This design comes from an exercise in tuning for a short achievable clock period and few clock cycles on the open sky130 flow, not from production work. Function was checked by simulation only, so behaviour that the tests miss may differ from the original. Power is estimated from default activity; no workload was simulated.

==> design.v <==
module jormos_pump (
    input  wire        clk,
    input  wire        rst,
    input  wire        start,
    input  wire [31:0] entry,
    output wire        i_req,
    output wire [15:2] i_addr,
    input  wire        i_ack,
    input  wire [31:0] i_rdata,
    output wire        d_req,
    output wire        d_we,
    output wire [16:2] d_addr,
    output wire [3:0]  d_be,
    output wire [31:0] d_wdata,
    input  wire        d_ack,
    input  wire [31:0] d_rdata,
    output wire [1:0]  state,
    output wire [7:0]  cause,
    output wire [31:0] tpc,
    output wire [31:0] taddr,
    output wire [15:0] tcode,
    input  wire [4:0]  dbg_addr,
    output wire [31:0] dbg_data
);
    localparam [1:0] S_OFF  = 2'd0,
                     S_RUN  = 2'd1,
                     S_TRAP = 2'd2;
    localparam [7:0] C_ILLEGAL  = 8'h01,
                     C_ISALEVEL = 8'h02,
                     C_MISALIGN = 8'h04,
                     C_BUSERR_I = 8'h05,
                     C_BUSERR_D = 8'h06,
                     C_SOFT     = 8'h0B;
    localparam integer R_ADD  = 0,  R_SUB  = 1,  R_AND  = 2,  R_OR   = 3,
                       R_XOR  = 4,  R_SLL  = 5,  R_SRL  = 6,  R_SRA  = 7,
                       R_SLT  = 8,  R_SLTU = 9,  R_MIN  = 10, R_MAX  = 11,
                       R_MINU = 12, R_MAXU = 13, R_CLZ  = 14, R_POPC = 15,
                       R_ROR  = 16, R_ADDS = 17, R_SUBS = 18, R_B    = 19,
                       R_N    = 20;
    reg [1:0]  st;
    reg [31:0] pc;
    reg [31:0] regs [1:31];
    reg [7:0]  cause_r;
    reg [31:0] tpc_r;
    reg [31:0] taddr_r;
    reg [15:0] tcode_r;
    reg        ex_v;         
    reg [4:0]  ex_rd;        
    reg        ex_mul;
    reg        ex_mulh;      
    reg        ex_mulsa;     
    reg        ex_mem;       
    reg        ex_lt;        
    reg [7:0]  ex_lt_c;
    reg [31:0] ex_pc;
    reg [31:0] ex_addr;
    reg        ex_div;
    reg [R_N-1:0] ex_sel;
    reg [31:0] xa, xb;
    reg        m_we;
    reg        m_signed;
    reg [1:0]  m_sz;
    reg [1:0]  m_lo;
    reg [16:2] m_addr;
    reg [3:0]  m_be;
    reg [31:0] m_wdata;
    reg        dv_sgn;       
    reg        dv_isr;       
    reg [1:0]  dvph;         
    reg [31:0] dv_q;
    reg [31:0] dv_r;
    reg [31:0] dv_d;
    reg [5:0]  dv_n;         
    reg        dv_negq;
    reg        dv_negr;
    function [5:0] clz32(input [31:0] x);
        reg [15:0] v1; reg [15:0]    c1;
        reg [7:0]  v2; reg [2*8-1:0] c2;
        reg [3:0]  v3; reg [3*4-1:0] c3;
        reg [1:0]  v4; reg [4*2-1:0] c4;
        reg        v5; reg [4:0]     c5;
        integer k;
        begin
            for (k = 0; k < 16; k = k + 1) begin
                v1[k] = x[2*k+1] | x[2*k];
                c1[k] = ~x[2*k+1];
            end
            for (k = 0; k < 8; k = k + 1) begin
                v2[k] = v1[2*k+1] | v1[2*k];
                c2[2*k +: 2] = v1[2*k+1] ? {1'b0, c1[2*k+1]} : {1'b1, c1[2*k]};
            end
            for (k = 0; k < 4; k = k + 1) begin
                v3[k] = v2[2*k+1] | v2[2*k];
                c3[3*k +: 3] = v2[2*k+1] ? {1'b0, c2[2*(2*k+1) +: 2]} : {1'b1, c2[2*(2*k) +: 2]};
            end
            for (k = 0; k < 2; k = k + 1) begin
                v4[k] = v3[2*k+1] | v3[2*k];
                c4[4*k +: 4] = v3[2*k+1] ? {1'b0, c3[3*(2*k+1) +: 3]} : {1'b1, c3[3*(2*k) +: 3]};
            end
            v5 = v4[1] | v4[0];
            c5 = v4[1] ? {1'b0, c4[7:4]} : {1'b1, c4[3:0]};
            clz32 = v5 ? {1'b0, c5} : 6'd32;
        end
    endfunction
    function [5:0] popc32(input [31:0] x);
        reg [2*16-1:0] s1;
        reg [3*8-1:0]  s2;
        reg [4*4-1:0]  s3;
        reg [5*2-1:0]  s4;
        integer k;
        begin
            for (k = 0; k < 16; k = k + 1) s1[2*k +: 2] = {1'b0, x[2*k]} + {1'b0, x[2*k+1]};
            for (k = 0; k < 8; k = k + 1)  s2[3*k +: 3] = {1'b0, s1[2*(2*k) +: 2]} + {1'b0, s1[2*(2*k+1) +: 2]};
            for (k = 0; k < 4; k = k + 1)  s3[4*k +: 4] = {1'b0, s2[3*(2*k) +: 3]} + {1'b0, s2[3*(2*k+1) +: 3]};
            for (k = 0; k < 2; k = k + 1)  s4[5*k +: 5] = {1'b0, s3[4*(2*k) +: 4]} + {1'b0, s3[4*(2*k+1) +: 4]};
            popc32 = {1'b0, s4[4:0]} + {1'b0, s4[9:5]};
        end
    endfunction
    wire [31:0] a = xa;
    wire [31:0] b = xb;
    wire [4:0]  shb = b[4:0];
    wire [32:0] adds_x = {a[31], a} + {b[31], b};
    wire [32:0] subs_x = {a[31], a} - {b[31], b};
    wire [31:0] adds_v = (adds_x[32] != adds_x[31]) ? (adds_x[32] ? 32'h8000_0000 : 32'h7FFF_FFFF)
                                                     : adds_x[31:0];
    wire [31:0] subs_v = (subs_x[32] != subs_x[31]) ? (subs_x[32] ? 32'h8000_0000 : 32'h7FFF_FFFF)
                                                     : subs_x[31:0];
    wire        slt_s  = $signed(a) < $signed(b);
    wire        slt_u  = a < b;
    wire [63:0] ror_x  = {a, a} >> shb;
    wire [31:0] r_vec [0:R_N-1];
    assign r_vec[R_ADD]  = a + b;
    assign r_vec[R_SUB]  = a - b;
    assign r_vec[R_AND]  = a & b;
    assign r_vec[R_OR]   = a | b;
    assign r_vec[R_XOR]  = a ^ b;
    assign r_vec[R_SLL]  = a << shb;
    assign r_vec[R_SRL]  = a >> shb;
    assign r_vec[R_SRA]  = $signed(a) >>> shb;
    assign r_vec[R_SLT]  = {31'd0, slt_s};
    assign r_vec[R_SLTU] = {31'd0, slt_u};
    assign r_vec[R_MIN]  = slt_s ? a : b;
    assign r_vec[R_MAX]  = slt_s ? b : a;
    assign r_vec[R_MINU] = slt_u ? a : b;
    assign r_vec[R_MAXU] = slt_u ? b : a;
    assign r_vec[R_CLZ]  = {26'd0, clz32(a)};
    assign r_vec[R_POPC] = {26'd0, popc32(a)};
    assign r_vec[R_ROR]  = ror_x[31:0];
    assign r_vec[R_ADDS] = adds_v;
    assign r_vec[R_SUBS] = subs_v;
    assign r_vec[R_B]    = b;
    reg [31:0] alu_v;
    integer ri;
    always @(*) begin
        alu_v = 32'd0;
        for (ri = 0; ri < R_N; ri = ri + 1)
            alu_v = alu_v | (r_vec[ri] & {32{ex_sel[ri]}});
    end
    wire [65:0] prod  = $signed({ex_mulsa & a[31], a}) * $signed({ex_mulsa & b[31], b});
    wire [31:0] mul_v = ex_mulh ? prod[63:32] : prod[31:0];
    wire [31:0] ld_word = d_rdata >> {m_lo, 3'b000};
    wire [7:0]  ld_byte = ld_word[7:0];
    wire [15:0] ld_half = m_lo[1] ? d_rdata[31:16] : d_rdata[15:0];
    reg  [31:0] ld_v;
    always @(*) begin
        case (m_sz)
            2'd0:    ld_v = m_signed ? {{24{ld_byte[7]}}, ld_byte} : {24'd0, ld_byte};
            2'd1:    ld_v = m_signed ? {{16{ld_half[15]}}, ld_half} : {16'd0, ld_half};
            default: ld_v = d_rdata;
        endcase
    end
    wire        dv_ovf = dv_sgn && (a == 32'h8000_0000) && (b == 32'hFFFF_FFFF);
    wire        dv_bz  = (b == 32'd0);
    wire [31:0] a_mag  = (dv_sgn && a[31]) ? (32'd0 - a) : a;
    wire [31:0] b_mag  = (dv_sgn && b[31]) ? (32'd0 - b) : b;
    wire        dv_small = a_mag < b_mag;             
    wire [5:0]  za = clz32(a_mag);
    wire [5:0]  zb = clz32(b_mag);
    wire [5:0]  dv_s = zb - za;                       
    reg [31:0] dv_special;
    always @(*) begin
        if (dv_bz)
            dv_special = dv_isr ? 32'd0 : (dv_sgn ? (a[31] ? 32'h8000_0000 : 32'h7FFF_FFFF) : 32'hFFFF_FFFF);
        else if (dv_ovf)
            dv_special = dv_isr ? 32'd0 : 32'h7FFF_FFFF;
        else
            dv_special = dv_isr ? a : 32'd0;        
    end
    localparam integer DK = 4;
    reg [31:0] it_r, it_q, it_t;
    integer    dj;
    always @(*) begin
        it_r = dv_r;
        it_q = dv_q;
        for (dj = 0; dj < DK; dj = dj + 1) begin
            if (dv_n > dj) begin
                if (it_r >= (dv_d >> dj)) begin
                    it_r = it_r - (dv_d >> dj);
                    it_q = {it_q[30:0], 1'b1};
                end else
                    it_q = {it_q[30:0], 1'b0};
            end
        end
    end
    wire [31:0] dv_qv = dv_negq ? (32'd0 - dv_q) : dv_q;
    wire [31:0] dv_rv = dv_negr ? (32'd0 - dv_r) : dv_r;
    wire [31:0] dv_res = (dvph == 2'd0) ? dv_special : (dv_isr ? dv_rv : dv_qv);
    wire dv_quick = dv_bz | dv_ovf | dv_small;
    wire dv_fin   = (dvph == 2'd0) ? dv_quick : (dvph == 2'd2);
    wire [31:0] ex_fwd = ex_mem ? ld_v : ex_div ? dv_res : alu_v;
    wire [31:0] ex_wd  = ex_mul ? mul_v : ex_fwd;
    wire ex_busy = ex_v && ((ex_mem && !d_ack) || (ex_div && !dv_fin));
    wire ex_wen  = ex_v && !ex_lt && (ex_rd != 5'd0);
    wire [31:0] iw     = i_rdata;
    wire [5:0]  op     = iw[31:26];
    wire [4:0]  f_rd   = iw[25:21];
    wire [4:0]  f_rs1  = iw[20:16];
    wire [4:0]  f_rs2  = iw[15:11];
    wire [10:0] func11 = iw[10:0];
    wire [5:0]  fn     = iw[5:0];
    wire [15:0] imm16  = iw[15:0];
    wire [1:0]  sz     = iw[15:14];
    wire [31:0] sext16 = {{16{imm16[15]}}, imm16};
    wire [31:0] zext16 = {16'd0, imm16};
    wire [31:0] sext14 = {{18{iw[13]}}, iw[13:0]};
    wire [31:0] sext21 = {{11{iw[20]}}, iw[20:0]};
    wire fw_ok = ex_v && (ex_rd != 5'd0) && !ex_mul;
    wire [31:0] va = (f_rd  == 5'd0) ? 32'd0 : (fw_ok && ex_rd == f_rd)  ? ex_fwd : regs[f_rd];
    wire [31:0] ra = (f_rs1 == 5'd0) ? 32'd0 : (fw_ok && ex_rd == f_rs1) ? ex_fwd : regs[f_rs1];
    wire [31:0] rb = (f_rs2 == 5'd0) ? 32'd0 : (fw_ok && ex_rd == f_rs2) ? ex_fwd : regs[f_rs2];
    wire mul_haz = ex_v && ex_mul && (ex_rd != 5'd0) &&
                   (ex_rd == f_rd || ex_rd == f_rs1 || ex_rd == f_rs2);
    wire pc_bad = (pc[31:16] != 16'd0);
    reg illegal;
    reg isalevel;
    always @(*) begin
        illegal  = 1'b0;
        isalevel = 1'b0;
        case (op)
            6'h01: illegal = (func11[10:6] != 5'd0) || (fn > 6'h19) ||
                             ((fn == 6'h15 || fn == 6'h16) && f_rs2 != 5'd0);
            6'h02, 6'h03, 6'h04, 6'h05, 6'h06, 6'h07: illegal = 1'b0;
            6'h08, 6'h09, 6'h0A: illegal = (imm16[15:5] != 11'd0);
            6'h0B: illegal = (f_rs1 != 5'd0);
            6'h10, 6'h11, 6'h12: illegal = (sz == 2'd3);
            6'h18, 6'h19, 6'h1A, 6'h1B, 6'h1C, 6'h1D, 6'h1E: illegal = 1'b0;
            6'h20, 6'h21, 6'h22, 6'h23, 6'h24: illegal = 1'b0;
            6'h30, 6'h31, 6'h32, 6'h33, 6'h34, 6'h35, 6'h36, 6'h37: isalevel = 1'b1;
            6'h38: illegal = (f_rd != 5'd0) || (f_rs1 != 5'd0);
            6'h3A: illegal = (f_rs1 != 5'd0) || (imm16 != 16'h0006);
            default: illegal = 1'b1;
        endcase
    end
    wire is_alu  = (op == 6'h01);
    wire is_imm  = (op >= 6'h02) && (op <= 6'h0B);
    wire is_ls   = (op == 6'h10) || (op == 6'h11) || (op == 6'h12);
    wire is_st   = (op == 6'h12);
    wire is_bc   = (op >= 6'h18) && (op <= 6'h1D);
    wire is_jalr = (op == 6'h1E);
    wire is_jal  = (op == 6'h20);
    wire is_bz   = (op >= 6'h21) && (op <= 6'h24);
    wire is_soft = (op == 6'h38);
    wire is_csrr = (op == 6'h3A);
    wire f_mul   = is_alu && (fn == 6'h0A || fn == 6'h0B || fn == 6'h0C);
    wire f_div   = is_alu && (fn == 6'h0D || fn == 6'h0E || fn == 6'h0F || fn == 6'h10);
    wire eq  = (va == ra);
    wire lts = $signed(va) < $signed(ra);
    wire ltu = va < ra;
    reg  taken;
    always @(*) begin
        case (op)
            6'h18: taken = eq;
            6'h19: taken = !eq;
            6'h1A: taken = lts;
            6'h1B: taken = !lts;
            6'h1C: taken = ltu;
            6'h1D: taken = !ltu;
            6'h21: taken = (va == 32'd0);
            6'h22: taken = (va != 32'd0);
            6'h23: taken = va[31];
            6'h24: taken = !va[31];
            default: taken = 1'b0;
        endcase
    end
    wire [31:0] pc4      = pc + 32'd4;
    wire [31:0] tgt_b    = pc + {sext16[29:0], 2'b00};
    wire [31:0] tgt_c    = pc + {sext21[29:0], 2'b00};
    wire [31:0] jalr_sum = ra + sext16;
    wire [31:0] jalr_tgt = {jalr_sum[31:2], 2'b00};
    reg [31:0] npc;
    always @(*) begin
        if (is_jal || (is_bz && taken)) npc = tgt_c;
        else if (is_bc && taken)        npc = tgt_b;
        else if (is_jalr)               npc = jalr_tgt;
        else                            npc = pc4;
    end
    wire [31:0] ls_addr = ra + sext14;
    wire        ls_mis  = (sz == 2'd1 && ls_addr[0]) || (sz == 2'd2 && ls_addr[1:0] != 2'b00);
    wire        ls_imem = (ls_addr[31:16] == 16'h0000);
    wire        ls_dmem = (ls_addr[31:15] == 17'b0_0000_0000_0000_0010);
    wire        ls_berr = is_st ? !ls_dmem : !(ls_imem || ls_dmem);
    reg        trap;
    reg [7:0]  trap_c;
    always @(*) begin
        trap   = 1'b1;
        trap_c = C_SOFT;
        if (pc_bad)         trap_c = C_BUSERR_I;
        else if (isalevel)  trap_c = C_ISALEVEL;
        else if (illegal)   trap_c = C_ILLEGAL;
        else if (is_soft)   trap_c = C_SOFT;
        else                trap   = 1'b0;
    end
    wire ls_trap = ls_mis || ls_berr;
    wire ex_trap = ex_v && ex_lt;
    wire go = (st == S_RUN) && !ex_busy && !ex_trap && (pc_bad || (i_ack && !mul_haz));
    reg [R_N-1:0] sel;
    always @(*) begin
        sel = {R_N{1'b0}};
        if (is_alu) begin
            case (fn)
                6'h00: sel[R_ADD]  = 1'b1;
                6'h01: sel[R_SUB]  = 1'b1;
                6'h02: sel[R_AND]  = 1'b1;
                6'h03: sel[R_OR]   = 1'b1;
                6'h04: sel[R_XOR]  = 1'b1;
                6'h05: sel[R_SLL]  = 1'b1;
                6'h06: sel[R_SRL]  = 1'b1;
                6'h07: sel[R_SRA]  = 1'b1;
                6'h08: sel[R_SLT]  = 1'b1;
                6'h09: sel[R_SLTU] = 1'b1;
                6'h11: sel[R_MIN]  = 1'b1;
                6'h12: sel[R_MAX]  = 1'b1;
                6'h13: sel[R_MINU] = 1'b1;
                6'h14: sel[R_MAXU] = 1'b1;
                6'h15: sel[R_CLZ]  = 1'b1;
                6'h16: sel[R_POPC] = 1'b1;
                6'h17: sel[R_ROR]  = 1'b1;
                6'h18: sel[R_ADDS] = 1'b1;
                6'h19: sel[R_SUBS] = 1'b1;
                default: ;
            endcase
        end else begin
            case (op)
                6'h02: sel[R_ADD]  = 1'b1;
                6'h03: sel[R_AND]  = 1'b1;
                6'h04: sel[R_OR]   = 1'b1;
                6'h05: sel[R_XOR]  = 1'b1;
                6'h06: sel[R_SLT]  = 1'b1;
                6'h07: sel[R_SLTU] = 1'b1;
                6'h08: sel[R_SLL]  = 1'b1;
                6'h09: sel[R_SRL]  = 1'b1;
                6'h0A: sel[R_SRA]  = 1'b1;
                default: sel[R_B]  = 1'b1;    
            endcase
        end
    end
    reg [31:0] opb;
    always @(*) begin
        if (is_alu)                          opb = rb;
        else if (op == 6'h02 || op == 6'h06) opb = sext16;
        else if (op == 6'h0B)                opb = {imm16, 16'd0};
        else if (is_csrr)                    opb = 32'd2;
        else if (is_jal || is_jalr)          opb = pc4;
        else                                 opb = zext16;
    end
    wire writes = is_alu || is_imm || is_jal || is_jalr || is_csrr ||
                  (is_ls && !is_st);
    always @(posedge clk) begin
        if (rst) begin
            st   <= S_OFF;
            ex_v <= 1'b0;
        end else begin
            case (st)
                S_OFF: begin
                    ex_v <= 1'b0;
                    if (start) begin
                        pc <= {entry[31:2], 2'b00};
                        st <= S_RUN;
                    end
                end
                S_RUN: begin
                    if (ex_trap) begin
                        cause_r <= ex_lt_c;
                        tpc_r   <= ex_pc;
                        taddr_r <= ex_addr;
                        tcode_r <= 16'd0;
                        st      <= S_TRAP;
                    end else begin
                        cause_r <= trap_c;
                        tpc_r   <= pc;
                        taddr_r <= 32'd0;
                        tcode_r <= (is_soft && !pc_bad && !isalevel && !illegal) ? imm16 : 16'd0;
                        if (go && trap) st <= S_TRAP;
                    end
                    if (go) pc <= npc;
                    if (!ex_busy) ex_v <= go && !trap;
                end
                default: ;   
            endcase
        end
    end
    always @(posedge clk) begin
        if (!ex_busy) begin
            ex_rd    <= writes ? f_rd : 5'd0;
            ex_mul   <= f_mul;
            ex_mulh  <= (fn != 6'h0A);
            ex_mulsa <= (fn == 6'h0B);
            ex_mem   <= is_ls && !ls_trap;
            ex_lt    <= is_ls && ls_trap;
            ex_lt_c  <= ls_mis ? C_MISALIGN : C_BUSERR_D;
            ex_pc    <= pc;
            ex_addr  <= ls_addr;
            ex_div   <= f_div;
            ex_sel   <= sel;
            xa       <= ra;
            xb       <= opb;
            dv_sgn   <= (fn == 6'h0D) || (fn == 6'h0F);
            dv_isr   <= (fn == 6'h0F) || (fn == 6'h10);
            dvph     <= 2'd0;
            m_we     <= is_st;
            m_signed <= (op == 6'h10);
            m_sz     <= sz;
            m_lo     <= ls_addr[1:0];
            m_addr   <= ls_addr[16:2];
            m_be     <= (sz == 2'd0) ? (4'b0001 << ls_addr[1:0]) :
                        (sz == 2'd1) ? (ls_addr[1] ? 4'b1100 : 4'b0011) : 4'b1111;
            m_wdata  <= (sz == 2'd0) ? {4{va[7:0]}} :
                        (sz == 2'd1) ? {2{va[15:0]}} : va;
        end else if (ex_div) begin
            case (dvph)
                2'd0: begin
                    dv_r    <= a_mag;
                    dv_q    <= 32'd0;
                    dv_d    <= b_mag << dv_s;
                    dv_n    <= dv_s + 6'd1;
                    dv_negq <= dv_sgn && (a[31] != b[31]);
                    dv_negr <= dv_sgn && a[31];
                    dvph    <= 2'd1;
                end
                2'd1: begin
                    dv_r <= it_r;
                    dv_q <= it_q;
                    dv_d <= dv_d >> DK;
                    dv_n <= (dv_n > DK) ? dv_n - DK : 6'd0;
                    if (dv_n <= DK) dvph <= 2'd2;
                end
                default: ;
            endcase
        end
    end
    integer i;
    always @(posedge clk) begin
        if (!rst && st == S_OFF && start) begin
            for (i = 1; i < 32; i = i + 1) regs[i] <= 32'd0;
        end else if (ex_wen) begin
            regs[ex_rd] <= ex_wd;
        end
    end
    assign i_req  = (st == S_RUN) && !pc_bad;
    assign i_addr = pc[15:2];
    assign d_req   = ex_v && ex_mem;
    assign d_we    = m_we;
    assign d_addr  = m_addr;
    assign d_be    = m_be;
    assign d_wdata = m_wdata;
    assign state = st;
    assign cause = cause_r;
    assign tpc   = tpc_r;
    assign taddr = taddr_r;
    assign tcode = tcode_r;
    assign dbg_data = (dbg_addr == 5'd0) ? 32'd0 : regs[dbg_addr];
endmodule
==> run.sh <==
#!/bin/bash
# synth_recipe.tcl (not shown) runs the flow's synth.tcl, then flattens the netlist and writes it again
# the make line also repeats each setting of config.mk as NAME=value (left out here)
make -C /OpenROAD-flow-scripts/flow DESIGN_CONFIG=/design/flow/config.mk WORK_HOME=/design/flow/orfs CLKGATE_MAP_FILE= SYNTH_SCRIPT=/design/flow/synth_recipe.tcl finish
==> config.mk <==
export PLATFORM = sky130hd
export DESIGN_NAME = jormos_pump
export DESIGN_NICKNAME = jormos_pump
export VERILOG_FILES = /design/flow/design.v
export SDC_FILE = /design/flow/constraint.sdc
export NUM_CORES = 4
export LEC_CHECK = 0
export ABC_CLOCK_PERIOD_IN_PS = 5000
export CAP_MARGIN = 40
export CORE_MARGIN = 2
export CORE_UTILIZATION = 30
export PLACE_DENSITY = 0.4
export SETUP_SLACK_MARGIN = 5
export SLEW_MARGIN = 30
==> constraint.sdc <==
create_clock -name core_clock -period 18.0 [get_ports {clk}]
set_input_delay 3.6000 -clock core_clock [delete_from_list [all_inputs] [get_ports {clk}]]
set_output_delay 3.6000 -clock core_clock [all_outputs]
set_load 0.01 [all_outputs]
==> results.py <==
metrics = {
    "timing": {
        "period_share": 0.716,
        "setup_violations": 0,
        "worst_pin_slew_ns": 1.16,
        "finalHoldViolCount": 0,
        "hold_ws_ns": 0.497,
        "fin_worst_skew_ns": 0.131,
        "fin_crit_ns": 12.90,
        "rsz0062_at_grt": "yes",
        "fmax_ghz": 0.0775,
        "setup_tns_ns": 0,
        "setup_slack_ns": 5.10,
        "slew_headroom": 0.208,
        "slew_violations": 0,
    },
    "placed_design": {
        "gp_congestion": 1.07,
        "pre_cts_slack_ns": 1.82,
        "dpl.hpwl_um": 647000,
        "dp.cells": 22100,
        "port_buffers": 287,
    },
    "critical_path": {
        "end_kind": "flop",
        "crit_path_max_incr_delay_ns": 0.53,
        "critPathLaunchType": "flop",
        "crit_path_max_fanout": 19,
        "cp_slowest_cell": "or4b_4",
        "cp.arrival_ns": 13.52,
        "required_ns": 18.63,
        "critPathKind": "flop to flop",
    },
    "global_routing": {
        "grt_max_degree": 112,
        "grt_pass1_wl_um": 1200000,
        "met3_usage": 0.0927,
        "grtUsageTotal": 0.329,
        "grt_busiest_layer": "met2",
        "grt.met1_usage": 0.414,
        "grt_pass1_vias": 135000,
        "met2_usage": 0.498,
        "overflow": 0,
        "antenna_found_initial": 98,
    },
    "clocking": {
        "ctsHoldBuffers": 0,
        "clkLatencyLatePin_ns": 0.98,
        "clk_pin_slew_ns": 0.06,
        "cts_inserted_buffers": 194,
        "clock_path_buffers": 4,
        "tritoncts": "done",
        "clkSinkCount": 1445,
        "htreeDepth": 4,
        "cts_root_buf": "clkbuf_16",
    },
    "final_layout": {
        "fin_nets": 17300,
        "stdcell_count": 22700,
        "fillers": 53500,
        "final_common_cell": "nor2_1",
        "drive_above_1_share": 0.184,
        "final_cell_mix": "nor2_1 (1911), nand2_1 (1724), edfxtp_1 (1440)",
        "area_growth_syn_to_layout_pct": 14.2,
        "fin_util": 0.344,
    },
    "yosys": {
        "ys_warn_count": 1,
        "synth_top_family_by_area": "multiplexers",
        "seq_area_frac_synth": 0.274,
        "synth-adder-area-share": 0.195,
        "avgSynthCellArea_um2": 10.3,
        "synth_top_cell_by_area": "edfxtp_1",
        "synth_area_leaders": "edfxtp_1 (27%), mux4_2 (17%), fa_1 (15%)",
        "ys_ff_latch": 1445,
        "yosys.area_share.simple": 0.129,
        "yosys.area_share.xor_xnor": 0.0273,
        "syn_inst": 15400,
        "synth-compound-area-share": 0.105,
        "synth_top_area_share": 0.273,
        "synth_cell_types": 105,
        "synth_ff_type": "edfxtp_1",
        "async_flop_share": 0,
        "synth_area_mm2": 0.158,
        "synthMuxAreaShare": 0.207,
        "synth-edff-count": 1440,
    },
    "pwr": {
        "p_per_area_mw_per_mm2": 166,
        "peakVddDrop_mv": 0.562,
        "power_leakage_nw": 67.9,
    },
    "flow_run": {
        "max_cap_violations": 0,
    },
    "drt": {
        "antenna_left": 0,
        "route.detailed.vias_per_inst": 6.12,
        "drt_iter0_markers": 18700,
        "route.detailed.drc": 0,
        "wirelength_um": 899000,
        "wl_per_cell_um": 39.7,
        "num_vias": 139000,
        "drt-pass1-iter-count": 14,
    },
    "floorplanning": {
        "initial_core_util": 0.301,
        "rows": 266,
        "coreArea_mm2": 0.525,
        "die_h_um": 730,
        "boundaryPins": 296,
        "die_w_um": 730,
        "dieArea_mm2": 0.533,
    },
    "outcome": {
        "status": "timing/DRC/antenna clean",
    },
    "min_path": {
        "hold_path.class": "flop to flop",
    },
}
## kinds of logic (layout without fill, tap and decap cells)
family | count (synthesis) | count (layout)
muxes | 1719 | 1719
adders and majority gates | 1767 | 1767
DFF | 1445 | 1445
and+or+nand+nor | 4800 | 4800
AOI/OAI and AO/OA | 2580 | 2580
other | 1 | 98
buffers and inverters | 2601 | 2786
xor gates and xnor gates | 493 | 493
## final timing paths
check                  from        end  slack, ns  depth (start not counted)
hold / removal    ex_pc[18]  tpc_r[18]       0.50                          2
hold reg to reg   ex_pc[18]  tpc_r[18]       0.50                          2
setup reg to reg    dv_r[0]    dv_r[0]       5.10                         66
setup / recovery    dv_r[0]    dv_r[0]       5.10                         66
## report_power, final
part	internal, mW	leakage [nW]	total (mW)	switching (mW)
logic	7.65	50.8	21.8	14.1
clock network	2.34	3.09	4.12	1.78
registers	3.92	14.1	4.09	0.175
total	13.9	67.9	30.0	16.1
## final cells by class
class,instances,area (um^2),share of cell area
Clock inverter,130,1380,0.00765
Sequential cell,1445,43300,0.240
Clock buffer,226,5040,0.0279
Timing Repair Buffer,1084,9910,0.0549
Inverter,1346,5060,0.0280
Tap cell,6968,8720,0.0483
Multi-Input combinational cell,11400,107000,0.593
Antenna cell,60,150,0.000831
## flip-flops by register name (all words and copies together), names as in the netlist, 6 cells and up
register  count
tcode_r      16
dv_r         32
tpc_r        30
xa           32
dv_q         32
dv_n          6
regs       1024
ex_sel       20
xb           32
m_wdata      32
pc           30
ex_pc        30
dv_d         32
taddr_r      32
ex_addr      32
## critical path, delay by kind of cell, from the launching register on
family	cells	cell delay, ns
adder cells (fa/ha/maj)	7	1.95
AND/OR/NAND/NOR	14	2.75
buffers and inverters	10	1.39
AO/OA/AOI/OAI	32	5.15
multiplexers	3	0.87
flip-flops	1	0.41
## cells in the mapped netlist, types with 194 or more instances
cell	number
mux4_2	1229
mux2i_1	379
xnor2_1	334
nand2_1	1802
edfxtp_1	1440
nor2_1	1918
fa_1	1158
inv_1	1317
ha_1	605
nand3_1	194
a21oi_1	758
clkbuf_1	889
o21ai_0	526
buf_1	245
## per-stage QoR
| step | total power, mW | cell area [um^2] |
|---|---|---|
| finish | 30.0 | 181000 |
| global route | 31.8 | 181000 |
| CTS | 29.8 | 180000 |
| detailed placement | 25.4 | 172000 |
| global placement | 25.4 | 171000 |
| floorplan | 16.4 | 158000 |
## routing by layer
metal  wire, um  part of all wire  up-vias
li1           -                 -    55300
met1     344000              0.38    72600
met2     391000              0.44     8531
met3      92300              0.10     2255
met4      70400             0.078       38
met5        434           0.00048        -
## what timing repair did
item / 4_1_cts / 5_1_grt
setup buffers: 53 / 22
hold endpoints to repair: 0 / 0
gates cloned: 4 / 1
pin swaps: 39 / 67
resized for setup: 125 / 159
setup endpoints to repair: 35 / 35
Testbench counts, summed over its fixed seeds: cycles 106,081.

-- port drivers added, routing unchanged --
Ports are ideal in the flow. The routed layout listed here was re-timed in OpenROAD.
Step 1, drivers: a clkbuf_16 drives clk and a buf_2 each remaining input, both assumed.
Step 2 moves the port delays by t, midway between the first and last clock arrival at a register: inputs arrive t later, outputs are due t later. That takes back most of the time a late clock gives input paths.
a / b / c = ideal / step 1 / step 2; a / b = the first two.
t, ns: 1.048
slack for setup (ns): 5.105 / 5.105 / 4.915
worst data-port slew with drivers (ns): 0.29
After both steps this run still meets setup and hold. The setup slack of this run moves by 0.000 ns with the drivers and by -0.190 ns with both steps.
